This is an optimization exercise on Yosys and OpenROAD, whose aim is small area, not a production implementation.
Only simulation tests tie the RTL to the original design; equivalence was not proved.
Power and IR drop assume default switching activity.

Setup of run a:
Design hk_filter_chain, start of the top module:
module hk_filter_chain (
    input  wire        clk,
    input  wire        rst,           
    input  wire        run,           
    input  wire        sync,          
    input  wire [1:0]  cfg_order,     
    input  wire [2:0]  cfg_dec,       
    input  wire [9:0]  cfg_avg_m,     
    input  wire        cfg_lin_en,
    input  wire        mod_bit,
    input  wire        lin_we,
    input  wire [5:0]  lin_addr,
    input  wire [31:0] lin_wdata,
    output wire        word_valid,
    output wire [2:0]  word_seq,
    output wire        word_settling,
    output wire [23:0] word_code,
    output wire [31:0] word_val
);
    reg        run_q;
    reg [1:0]  order_r;
    reg [2:0]  dec_r;
    reg [9:0]  avg_m_r;
    reg        lin_en_r;
    wire       first   = run & ~run_q;           
    wire       do_sync = run & run_q & sync;     
    wire       dec_rst = first | do_sync;
    always @(posedge clk) begin
        run_q <= ~rst & run;
        if (first) begin
            order_r  <= cfg_order;
            dec_r    <= cfg_dec;
            avg_m_r  <= cfg_avg_m;
            lin_en_r <= cfg_lin_en;
        end
    end
    wire [2:0] n_ord = {1'b0, order_r} + 3'd1;
    reg  [5:0] sh;
    always @(*) begin
        case (order_r)
            2'd0:    sh = 6'd40 - {3'd0, dec_r};
            2'd1:    sh = 6'd36 - {2'd0, dec_r, 1'b0};
            2'd2:    sh = 6'd32 - ({3'd0, dec_r} + {2'd0, dec_r, 1'b0});
            default: sh = 6'd28 - {1'd0, dec_r, 2'b0};
        endcase
    end
    wire [43:0] onehot = 44'd1 << sh;
    reg  [1:0]  p_n;
    reg         x_d;                        
    reg  [21:0] i1l, i1h, i2l, i2h, i3l, i3h, i4l, i4h;
    reg         c1, c2, c3, c4;             
    wire        en1 = (p_n == 2'd3);
    wire        en2 = (p_n == 2'd2);
    wire        en3 = (p_n == 2'd1);
    wire        en4 = (p_n == 2'd0);
  ...
For scale: roughly 5800 cells after synthesis, roughly 1700 flip-flops, about 120 I/O pins, roughly 67000 sq um of cells after synthesis.
clock: 18.0 ns
lec_check: 0
cap_margin: 20
core_margin: 2
core_utilization: 40
cts_buf_list: sky130_fd_sc_hd__clkbuf_16
cts_cluster_diameter: 45
cts_cluster_size: 25
slew_margin: 20
run.sh (not shown) runs the stock make flow with config.mk's settings and CLKGATE_MAP_FILE= SYNTH_SCRIPT=/design/flow/synth_recipe.tcl, a recipe that flattens the netlist after the stock synthesis.
Input-level comparison between run b and run a:
Settings: removing CTS_CLUSTER_SIZE (formerly 25); removing CTS_BUF_LIST (formerly sky130_fd_sc_hd__clkbuf_16); removing CTS_CLUSTER_DIAMETER (formerly 45).
[summary]
Max final design area excluding fillers across run a and run b: run a
Run b vs run a on clock network fraction of total power: run b is the lower one.
Compared to run a, run b has fraction of standard cell area in multi-input logic 0.30 points higher.
Per the comparison of run b with run a, number of filler instances in the final layout shows an increase of 0.44%, routed wire length shows no meaningful change.
Count of TritonRoute iterations in the first routing pass ended up 1 higher on run b than on run a.
[compare] base=run a new=run b: routed length on met1 now sits higher; post-layout net count now sits at about the same level.

* * *

hk_filter_chain, a different RTL version from the one above (not shown whole).
Size: roughly 7900 cells after synthesis, roughly 1700 flip-flops, ~120 I/O pins, roughly 71000 um2 of cells after synthesis.
clock: 18.0 ns
lec_check: 0
abc_area: 1
cap_margin: 5
core_margin: 2
core_utilization: 40
slew_margin: 5
==> next run, changes <==
ABC_AREA = unset   (was 1)
CAP_MARGIN = 20   (was 5)
CTS_BUF_LIST = sky130_fd_sc_hd__clkbuf_16   (was unset)
CTS_CLUSTER_DIAMETER = 120   (was unset)
CTS_CLUSTER_SIZE = 24   (was unset)
SLEW_MARGIN = 20   (was 5)
Result: Design area decreases by 9.1%. Clock power came out lower by 45%. Register-to-register slack gets worse by 0.24 ns.
==> next run, changes <==
CTS_BUF_LIST = unset   (was sky130_fd_sc_hd__clkbuf_16)
CTS_CLUSTER_DIAMETER = unset   (was 120)
CTS_CLUSTER_SIZE = unset   (was 24)
The new run completed with no timing, DRC or antenna violations.
Die area does not change.
Synthesized cell count stays the same.
Design area rose by about 5%.
Maximum frequency barely changes.
Routed wire length rose by 1.0%.
Critical path depth is unchanged.
Total power rose by about 17%.
Setup slack is better by 0.0050 ns.
==> next run, changes <==
CTS_BUF_LIST = sky130_fd_sc_hd__clkbuf_16   (was unset)
CTS_CLUSTER_DIAMETER = 80   (was unset)
CTS_CLUSTER_SIZE = 30   (was unset)
Routed wire length shrinks by 1.8%.
Via count drops by 1.8%.
Worst hold slack gains 0.016 ns.
Clock power came out lower by 40%.

-- port drivers added, routing unchanged --
How much do the figures lean on ideal ports? The routed layouts below were timed once more, with nothing changed but the port constraints.
Step 1: set_driving_cell puts a clkbuf_16 on clk and a buf_2 on each other input, an assumption about the parent block.
Step 2 moves the port delays by t, midway between the first and last clock arrival at a register: inputs arrive t later, outputs are due t later. That takes back most of the time a late clock gives input paths.
a / b / c = no drivers / after step 1 / after step 2; a / b = the first two.
run	shift t [ns]	setup slack, ns	hold slack, ns
run a	0.901	0.714 / 0.714 / 0.714	0.264 / 0.264 / 0.264
run b	0.881	0.657 / 0.657 / 0.657	0.279 / 0.279 / 0.279
the first run of note 2	0.878	1.005 / 1.005 / 1.005	0.295 / 0.295 / 0.295
the second run of note 2	0.790	0.762 / 0.762 / 0.762	0.316 / 0.316 / 0.316
the third run of note 2	0.885	0.767 / 0.767 / 0.767	0.307 / 0.307 / 0.307
the fourth run of note 2	0.808	0.705 / 0.705 / 0.705	0.324 / 0.324 / 0.324
After both steps every run listed still meets setup and hold.
